From an optimization exercise on the open Yosys and OpenROAD flow, aimed at small area, a short achievable clock period and few clock cycles; shortcuts taken in it are not production practice.
The RTL was checked by simulation tests, not by an equivalence proof against the original design.
Power figures rest on the tool's default switching activity, not on a simulated workload.

==> flow/design.v <==
module light_dec (
    input  wire [23:0] stored,
    output reg  [17:0] data,
    output reg  [2:0]  status
);
    localparam [2:0] ST_OK     = 3'd0;   
    localparam [2:0] ST_CHECK  = 3'd1;   
    localparam [2:0] ST_DATA   = 3'd2;   
    localparam [2:0] ST_POISON = 3'd3;   
    localparam [2:0] ST_UNCORR = 3'd4;   
    localparam [17:0] M0 = 18'h003FF;
    localparam [17:0] M1 = 18'h0FC0F;
    localparam [17:0] M2 = 18'h31C71;
    localparam [17:0] M3 = 18'h36592;
    localparam [17:0] M4 = 18'h1AAA4;
    localparam [17:0] M5 = 18'h2D348;
    wire [17:0] d = stored[17:0];
    wire [5:0]  recomputed = {^(d & M5), ^(d & M4), ^(d & M3),
                              ^(d & M2), ^(d & M1), ^(d & M0)};
    wire [5:0]  syn = stored[23:18] ^ recomputed;
    function [5:0] column(input integer bit_i);
        column = {M5[bit_i], M4[bit_i], M3[bit_i], M2[bit_i], M1[bit_i], M0[bit_i]};
    endfunction
    integer i;
    reg     hit;
    always @(*) begin
        data   = d;
        status = ST_UNCORR;
        hit    = 1'b0;
        if (syn == 6'd0) begin
            status = ST_OK;
        end else if (syn == 6'b000011) begin
            status = ST_POISON;
        end else if (syn == 6'b000001 || syn == 6'b000010 || syn == 6'b000100 ||
                     syn == 6'b001000 || syn == 6'b010000 || syn == 6'b100000) begin
            status = ST_CHECK;
        end else begin
            for (i = 0; i < 18; i = i + 1) begin
                if (syn == column(i)) begin
                    data[i] = ~d[i];
                    hit     = 1'b1;
                end
            end
            if (hit)
                status = ST_DATA;
        end
    end
endmodule
module page_codec (
    input  wire         clk,
    input  wire         rst,         
    input  wire         in_valid,
    output wire         in_ready,
    input  wire [23:0]  in_word,
    output reg          w_valid,
    output reg  [17:0]  w_data,
    output reg  [2:0]   w_status,
    output reg          pg_done,
    output wire [287:0] pg_check,    
    output wire [287:0] pg_syn,      
    output wire         pg_nz,       
    output wire [7:0]   pg_uncorr    
);
    localparam NCHK = 32;
    function [8:0] gf_mul(input [8:0] a, input [8:0] b);
        integer k;
        reg [8:0] acc, sh;
        begin
            acc = 9'd0;
            sh  = a;
            for (k = 0; k < 9; k = k + 1) begin
                if (b[k])
                    acc = acc ^ sh;
                sh = {sh[7:0], 1'b0} ^ (sh[8] ? 9'h011 : 9'h000);
            end
            gf_mul = acc;
        end
    endfunction
    function [8:0] gen_coef(input integer i);
        case (i)
             1: gen_coef = 9'h197;  2: gen_coef = 9'h02D;  3: gen_coef = 9'h008;  4: gen_coef = 9'h186;
             5: gen_coef = 9'h0DB;  6: gen_coef = 9'h1B0;  7: gen_coef = 9'h085;  8: gen_coef = 9'h143;
             9: gen_coef = 9'h19E; 10: gen_coef = 9'h1E8; 11: gen_coef = 9'h067; 12: gen_coef = 9'h0A8;
            13: gen_coef = 9'h03D; 14: gen_coef = 9'h1BD; 15: gen_coef = 9'h063; 16: gen_coef = 9'h193;
            17: gen_coef = 9'h0BA; 18: gen_coef = 9'h01C; 19: gen_coef = 9'h130; 20: gen_coef = 9'h1C9;
            21: gen_coef = 9'h1C6; 22: gen_coef = 9'h146; 23: gen_coef = 9'h09A; 24: gen_coef = 9'h036;
            25: gen_coef = 9'h1C4; 26: gen_coef = 9'h0DF; 27: gen_coef = 9'h179; 28: gen_coef = 9'h0A7;
            29: gen_coef = 9'h05E; 30: gen_coef = 9'h04B; 31: gen_coef = 9'h0BC; 32: gen_coef = 9'h04E;
            default: gen_coef = 9'h000;
        endcase
    endfunction
    function [8:0] alpha_pow(input integer j);
        integer k;
        reg [8:0] a;
        begin
            a = 9'h001;
            for (k = 0; k < j; k = k + 1)
                a = {a[7:0], 1'b0} ^ (a[8] ? 9'h011 : 9'h000);
            alpha_pow = a;
        end
    endfunction
    assign in_ready = 1'b1;
    reg  [23:0] in_r;
    reg         in_v;
    reg  [7:0]  in_idx;                    
    always @(posedge clk) begin
        in_r <= in_word;
        if (rst) begin
            in_v   <= 1'b0;
            in_idx <= 8'd0;
        end else begin
            in_v <= in_valid;
            if (in_v)
                in_idx <= (in_idx == 8'd239) ? 8'd0 : in_idx + 8'd1;
        end
    end
    wire [17:0] dec_data;
    wire [2:0]  dec_status;
    light_dec u_dec (.stored(in_r), .data(dec_data), .status(dec_status));
    reg first_word, last_word, data_word;   
    reg chk_first;                          
    reg fb_rem;                             
    reg [8:0] fb_pre_lo;                    
    reg [8:0] fb_pre;                       
    always @(posedge clk) begin
        w_data     <= dec_data;
        w_status   <= dec_status;
        fb_pre_lo  <= (in_idx < 8'd224) ? dec_data[8:0] : 9'd0;
        fb_pre     <= (in_idx < 8'd224) ? (dec_data[17:9] ^ gf_mul(dec_data[8:0], gen_coef(1))) : 9'd0;
        fb_rem     <= (in_idx != 8'd0) && (in_idx < 8'd224);
        chk_first  <= (in_idx == 8'd224);
        first_word <= (in_idx == 8'd0);
        last_word  <= (in_idx == 8'd239);
        data_word  <= (in_idx < 8'd224);
        if (rst)
            w_valid <= 1'b0;
        else
            w_valid <= in_v;
    end
    wire       accept = w_valid;
    wire [8:0] sym_lo = w_data[8:0];       
    wire [8:0] sym_hi = w_data[17:9];      
    reg  [8:0] rem     [0:NCHK-1];
    reg  [8:0] rem0g;                       
    reg  [8:0] fbq_lo, fbq_hi;              
    wire [8:0] rem_nxt [0:NCHK-1];
    wire [8:0] rem_full [2:NCHK+1];         
    wire [8:0] fb_lo = fb_pre_lo ^ (fb_rem ? rem[0] : 9'd0);
    wire [8:0] fb_hi = fb_pre    ^ (fb_rem ? (rem[1] ^ rem0g) : 9'd0);
    genvar gi;
    generate
        for (gi = 2; gi < NCHK; gi = gi + 1) begin : g_full
            if (gi < NCHK - 1) begin : g_two
                assign rem_full[gi] = rem[gi] ^ gf_mul(fbq_lo, gen_coef(gi + 2)) ^
                                                gf_mul(fbq_hi, gen_coef(gi + 1));
            end else begin : g_one
                assign rem_full[gi] = rem[gi] ^ gf_mul(fbq_hi, gen_coef(gi + 1));
            end
        end
        assign rem_full[NCHK]     = 9'd0;
        assign rem_full[NCHK + 1] = 9'd0;
        wire [8:0] full2 = first_word ? 9'd0 : rem_full[2];
        wire [8:0] full3 = first_word ? 9'd0 : rem_full[3];
        assign rem_nxt[0] = full2 ^ gf_mul(fb_lo, gen_coef(2)) ^ gf_mul(fb_hi, gen_coef(1));
        assign rem_nxt[1] = full3 ^ gf_mul(fb_lo, gen_coef(3)) ^ gf_mul(fb_hi, gen_coef(2));
        wire [8:0] rem0g_nxt = gf_mul(full2, gen_coef(1)) ^
                               gf_mul(fb_lo, gf_mul(gen_coef(2), gen_coef(1))) ^
                               gf_mul(fb_hi, gf_mul(gen_coef(1), gen_coef(1)));
        for (gi = 2; gi < NCHK; gi = gi + 1) begin : g_lag
            if (gi < NCHK - 2) begin : g_shift
                assign rem_nxt[gi] = first_word ? 9'd0 : rem_full[gi + 2];
            end else begin : g_wrap
                assign rem_nxt[gi] = data_word ? 9'd0 : rem[gi - (NCHK - 2)];
            end
        end
        always @(posedge clk) begin
            if (accept) begin
                rem0g  <= rem0g_nxt;
                fbq_lo <= fb_lo;
                fbq_hi <= fb_hi;
            end
        end
        for (gi = 0; gi < NCHK; gi = gi + 1) begin : g_enc
            always @(posedge clk) begin
                if (accept)
                    rem[gi] <= rem_nxt[gi];
            end
        end
        for (gi = 0; gi < NCHK / 2; gi = gi + 1) begin : g_chk_out
            assign pg_check[18*gi +: 18] = {rem[2*gi + 1], rem[2*gi]};
        end
    endgenerate
    reg  nz_acc;
    wire chk_diff = |{rem[1] ^ sym_hi, rem[0] ^ sym_lo};
    always @(posedge clk) begin
        if (accept && !data_word)
            nz_acc <= (chk_first ? 1'b0 : nz_acc) | chk_diff;
    end
    assign pg_nz = nz_acc;
    reg  [8:0] syn [0:NCHK-1];
    generate
        for (gi = 0; gi < NCHK; gi = gi + 1) begin : g_syn
            wire [8:0] s_mul = first_word ? 9'd0 : gf_mul(syn[gi], alpha_pow(2 * gi));
            wire [8:0] s_nxt = s_mul ^ gf_mul(sym_lo, alpha_pow(gi)) ^ sym_hi;
            always @(posedge clk) begin
                if (accept)
                    syn[gi] <= s_nxt;
            end
            assign pg_syn[9*gi +: 9] = syn[gi];
        end
    endgenerate
    reg  [7:0] uncorr_cnt;
    wire       is_uncorr = (w_status == 3'd4);
    always @(posedge clk) begin
        if (accept) begin
            uncorr_cnt <= (first_word ? 8'd0 : uncorr_cnt) + {7'd0, is_uncorr};
        end
        if (rst)
            pg_done <= 1'b0;
        else
            pg_done <= accept && last_word;
    end
    assign pg_uncorr = uncorr_cnt;
endmodule
==> flow/config.mk <==
export PLATFORM = sky130hd
export DESIGN_NAME = page_codec
export DESIGN_NICKNAME = page_codec
export VERILOG_FILES = /design/flow/design.v
export SDC_FILE = /design/flow/constraint.sdc
export NUM_CORES = 4
export LEC_CHECK = 0
export ABC_CLOCK_PERIOD_IN_PS = 3000
export CAP_MARGIN = 20
export CORE_MARGIN = 2
export CORE_UTILIZATION = 40
export PLACE_DENSITY = 0.92
export SLEW_MARGIN = 20
==> flow/constraint.sdc <==
create_clock -name core_clock -period 10.0 [get_ports {clk}]
set_input_delay 2.0000 -clock core_clock [delete_from_list [all_inputs] [get_ports {clk}]]
set_output_delay 2.0000 -clock core_clock [all_outputs]
set_load 0.01 [all_outputs]
standard.sh (not shown) runs the stock make flow with config.mk's settings and CLKGATE_MAP_FILE= SYNTH_SCRIPT=/design/flow/synth_recipe.tcl, a recipe that flattens the netlist after the stock synthesis.
==> flow/flow/run.sh <==
#!/bin/bash
# Standard ORFS layout, with every port buffered by a small, fast buffer
# (sky130_fd_sc_hd__buf_1) instead of the resizer's default choice, and a
# clock tree with fewer levels.
set -euo pipefail
export BUFFER_PORTS_ARGS="-buffer_cell sky130_fd_sc_hd__buf_1"
export SETUP_SLACK_MARGIN=6.5
export CTS_ARGS="-sink_clustering_enable -repair_clock_nets -sink_clustering_size 20 -sink_clustering_max_diameter 100"
bash standard.sh > standard_flow.log 2>&1
The first run passed the timing, DRC and antenna checks.
Testbench counts at the start, summed over its fixed seeds: cycles 30,744.
Rerun with:
==> flow/flow/run.sh (replaced) <==
#!/bin/bash
# Standard ORFS layout, with every port buffered by a small, fast buffer
# (sky130_fd_sc_hd__buf_2) instead of the resizer's default choice.
set -euo pipefail
export BUFFER_PORTS_ARGS="-buffer_cell sky130_fd_sc_hd__buf_2"
export SETUP_SLACK_MARGIN=6.6
bash standard.sh > standard_flow.log 2>&1
Settings changed: PLACE_DENSITY 0.92 to 0.85.
After rerunning: Worst setup slack is better by 70 ps; routed wire length came out higher slightly; flip-flop and latch count is unchanged; cell count climbs by a few percent; global-route usage stays flat; combinational power is about the same; fmax came out higher by a few percent.
Rerun with:
==> flow/flow/run.sh (replaced) <==
#!/bin/bash
# Standard ORFS layout, with every port buffered by a small, fast buffer
# (sky130_fd_sc_hd__buf_1) instead of the resizer's default choice.
set -euo pipefail
export BUFFER_PORTS_ARGS="-buffer_cell sky130_fd_sc_hd__buf_1"
export SETUP_SLACK_MARGIN=6.5
bash standard.sh > standard_flow.log 2>&1
Settings changed: PLACE_DENSITY 0.85 to 0.6.
Power is lower by a few percent.
Routed wire length is lower by a few percent.
Area after synthesis is unchanged.
Count of clock-buffer cells in the layout is higher by 9.
First-iteration DRC count is lower by about a fifth.
Design area is lower by a few percent.
Final cell count is lower by a few percent.
Die area stays the same.
Rerun with:
Settings changed: CORE_UTILIZATION 40 to 60, PLACE_DENSITY 0.6 to 0.8.
Cell area is lower by 1.7%.
Wire length is lower by 5.9%.
Power is lower by 0.69%.
Non-clock buffer count is lower by 13.
Core utilization is higher by 23 points.
Maximum frequency is higher by 1.7%.
Via count is higher by 2.3%.

* * *

## JK
Starts from the design.v that is shown in full above.
export LEC_CHECK = 0
export ABC_CLOCK_PERIOD_IN_PS = 3000
export CAP_MARGIN = 20
export CORE_MARGIN = 2
export CORE_UTILIZATION = 40
export PLACE_DENSITY = 0.85
export SLEW_MARGIN = 20
create_clock -name core_clock -period 10.0 [get_ports {clk}]
==> flow/flow/run.sh <==
#!/bin/bash
# Standard ORFS layout, with every port buffered by a small, fast buffer
# (sky130_fd_sc_hd__buf_1) instead of the resizer's default choice.
set -euo pipefail
export BUFFER_PORTS_ARGS="-buffer_cell sky130_fd_sc_hd__buf_1"
export SETUP_SLACK_MARGIN=6.5
bash standard.sh > standard_flow.log 2>&1
JK went all the way through synthesis, placement and routing and the layout is clean on timing, DRC and antenna.
Testbench counts of JK, summed over its fixed seeds: cycles 30,744.
Modified inputs, MS compared to JK
# JK
export LEC_CHECK = 0
export ABC_CLOCK_PERIOD_IN_PS = 3000
export CAP_MARGIN = 20
export CORE_MARGIN = 2
export CORE_UTILIZATION = 40
export PLACE_DENSITY = 0.85
export SLEW_MARGIN = 20
create_clock -name core_clock -period 10.0 [get_ports {clk}]
# MS
export LEC_CHECK = 0
export ABC_CLOCK_PERIOD_IN_PS = 3000
export CAP_MARGIN = 20
export CORE_MARGIN = 2
export CORE_UTILIZATION = 40
export CTS_BUF_LIST = sky130_fd_sc_hd__clkbuf_8
export PLACE_DENSITY = 0.85
export SLEW_MARGIN = 20
create_clock -name core_clock -period 10.0 [get_ports {clk}]
==> results.txt <==
- | total power | JK vs MS | ≈ equal |
- Taking MS over JK, the maximum resistive drop on vdd ratio works out to 0.891.
- Between MS and JK, the non-filler instance count after layout is higher for MS.
- When the final numbers for MS and JK were put side by side, the global-route wire length before repair turned out to be greater in MS.
- Higher sequential share of layout area among MS and JK: JK
- Summary: internal power, MS better than JK

* * *

// page_codec: RTL as listed in full above, without the edits since
==> flow/config.mk <==
export PLATFORM = sky130hd
export DESIGN_NAME = page_codec
export DESIGN_NICKNAME = page_codec
export VERILOG_FILES = /design/flow/design.v
export SDC_FILE = /design/flow/constraint.sdc
export NUM_CORES = 4
export LEC_CHECK = 0
export ABC_CLOCK_PERIOD_IN_PS = 3000
export CAP_MARGIN = 20
export CORE_MARGIN = 2
export CORE_UTILIZATION = 40
export GPL_ROUTABILITY_DRIVEN = 0
export PLACE_DENSITY = 0.85
export SLEW_MARGIN = 20
==> flow/constraint.sdc <==
create_clock -name core_clock -period 10.0 [get_ports {clk}]
set_input_delay 2.0000 -clock core_clock [delete_from_list [all_inputs] [get_ports {clk}]]
set_output_delay 2.0000 -clock core_clock [all_outputs]
set_load 0.01 [all_outputs]
==> flow/flow/run.sh <==
#!/bin/bash
# Standard ORFS layout, with every port buffered by a small, fast buffer
# (sky130_fd_sc_hd__buf_1) instead of the resizer's default choice, and a
# clock tree with fewer levels.
set -euo pipefail
export BUFFER_PORTS_ARGS="-buffer_cell sky130_fd_sc_hd__buf_1"
export SETUP_SLACK_MARGIN=6.5
export CTS_ARGS="-sink_clustering_enable -repair_clock_nets -sink_clustering_size 20 -sink_clustering_max_diameter 100"
bash standard.sh > standard_flow.log 2>&1
The baseline went through all stages and came out clean.
Testbench counts at the start, summed over its fixed seeds: cycles 30,744.
==> next run, changes <==
ABC_CLOCK_PERIOD_IN_PS = 4500   (was 3000)
GPL_ROUTABILITY_DRIVEN = unset   (was 0)
After rerunning:
- non-clock buffer count went down by 7
- first-iteration DRC count decreases by about 25%
- clock power stays flat
- cell area stays flat
- global-route usage grows by 0.77 points
- setup slack improved by 0.11 ns
- clock-buffer cell count goes down by 3
==> next run, changes <==
==> flow/flow/run.sh (replaced) <==
#!/bin/bash
# Standard ORFS layout, with every port buffered by a small, fast buffer
# (sky130_fd_sc_hd__buf_1) instead of the resizer's default choice.
set -euo pipefail
export BUFFER_PORTS_ARGS="-buffer_cell sky130_fd_sc_hd__buf_1"
export SETUP_SLACK_MARGIN=6.5
bash standard.sh > standard_flow.log 2>&1
ABC_CLOCK_PERIOD_IN_PS = 3000   (was 4500)
CORE_UTILIZATION = 60   (was 40)
PLACE_DENSITY = 0.9   (was 0.85)
After rerunning: Via count climbs by a few percent; synthesized area is unchanged; power rose by a little under a tenth; setup slack got worse by 0.027 ns; sequential power barely changes; critical path depth does not change; final area climbs slightly.

-- afterwards: timing with drivers on the ports --
The results above use ideal ports. As a check the final layouts listed here were re-extracted and re-timed, cells and wires unchanged. Step 1 sets driving cells, clkbuf_16 on the clock port and buf_2 on the other inputs (assumed; they add their load-dependent delay and slew). Step 2 adds t to the input delays and takes it off the output delays; t is the mean of the earliest and latest rising clock arrival at the registers after step 1. Input paths then give back, and output paths get back, about the clock's delay inside the block. a / b / c = no drivers / after step 1 / after step 2; a / b = the first two.
| run | t (ns) | setup WS [ns] | worst setup path at the end | worst register clock-pin slew, ns | worst slew at a driven data input, ns |
|---|---|---|---|---|---|
| the first run of note 1 | 0.722 | 6.450 / 6.412 / 6.450 | register to register | 0.10 / 0.10 | 0.04 |
| the second run of note 1 | 0.752 | 6.521 / 6.472 / 6.521 | register to register | 0.07 / 0.07 | 0.04 |
| the third run of note 1 | 0.734 | 6.401 / 6.401 / 6.401 | register to register | 0.07 / 0.07 | 0.05 |
| the fourth run of note 1 | 0.708 | 6.462 / 6.438 / 6.462 | register to register | 0.07 / 0.07 | 0.04 |
| JK | 0.741 | 6.520 / 6.445 / 6.521 | register to register | 0.07 / 0.07 | 0.03 |
| MS | 0.881 | 6.385 / 6.307 / 6.498 | register to register | 0.07 / 0.07 | 0.03 |
| the first run of note 3 | 0.715 | 6.400 / 6.398 / 6.400 | register to register | 0.10 / 0.10 | 0.04 |
| the second run of note 3 | 0.716 | 6.505 / 6.432 / 6.540 | register to register | 0.10 / 0.10 | 0.03 |
| the third run of note 3 | 0.718 | 6.479 / 6.407 / 6.480 | register to register | 0.07 / 0.07 | 0.07 |
After both steps setup and hold are still met in every run listed.
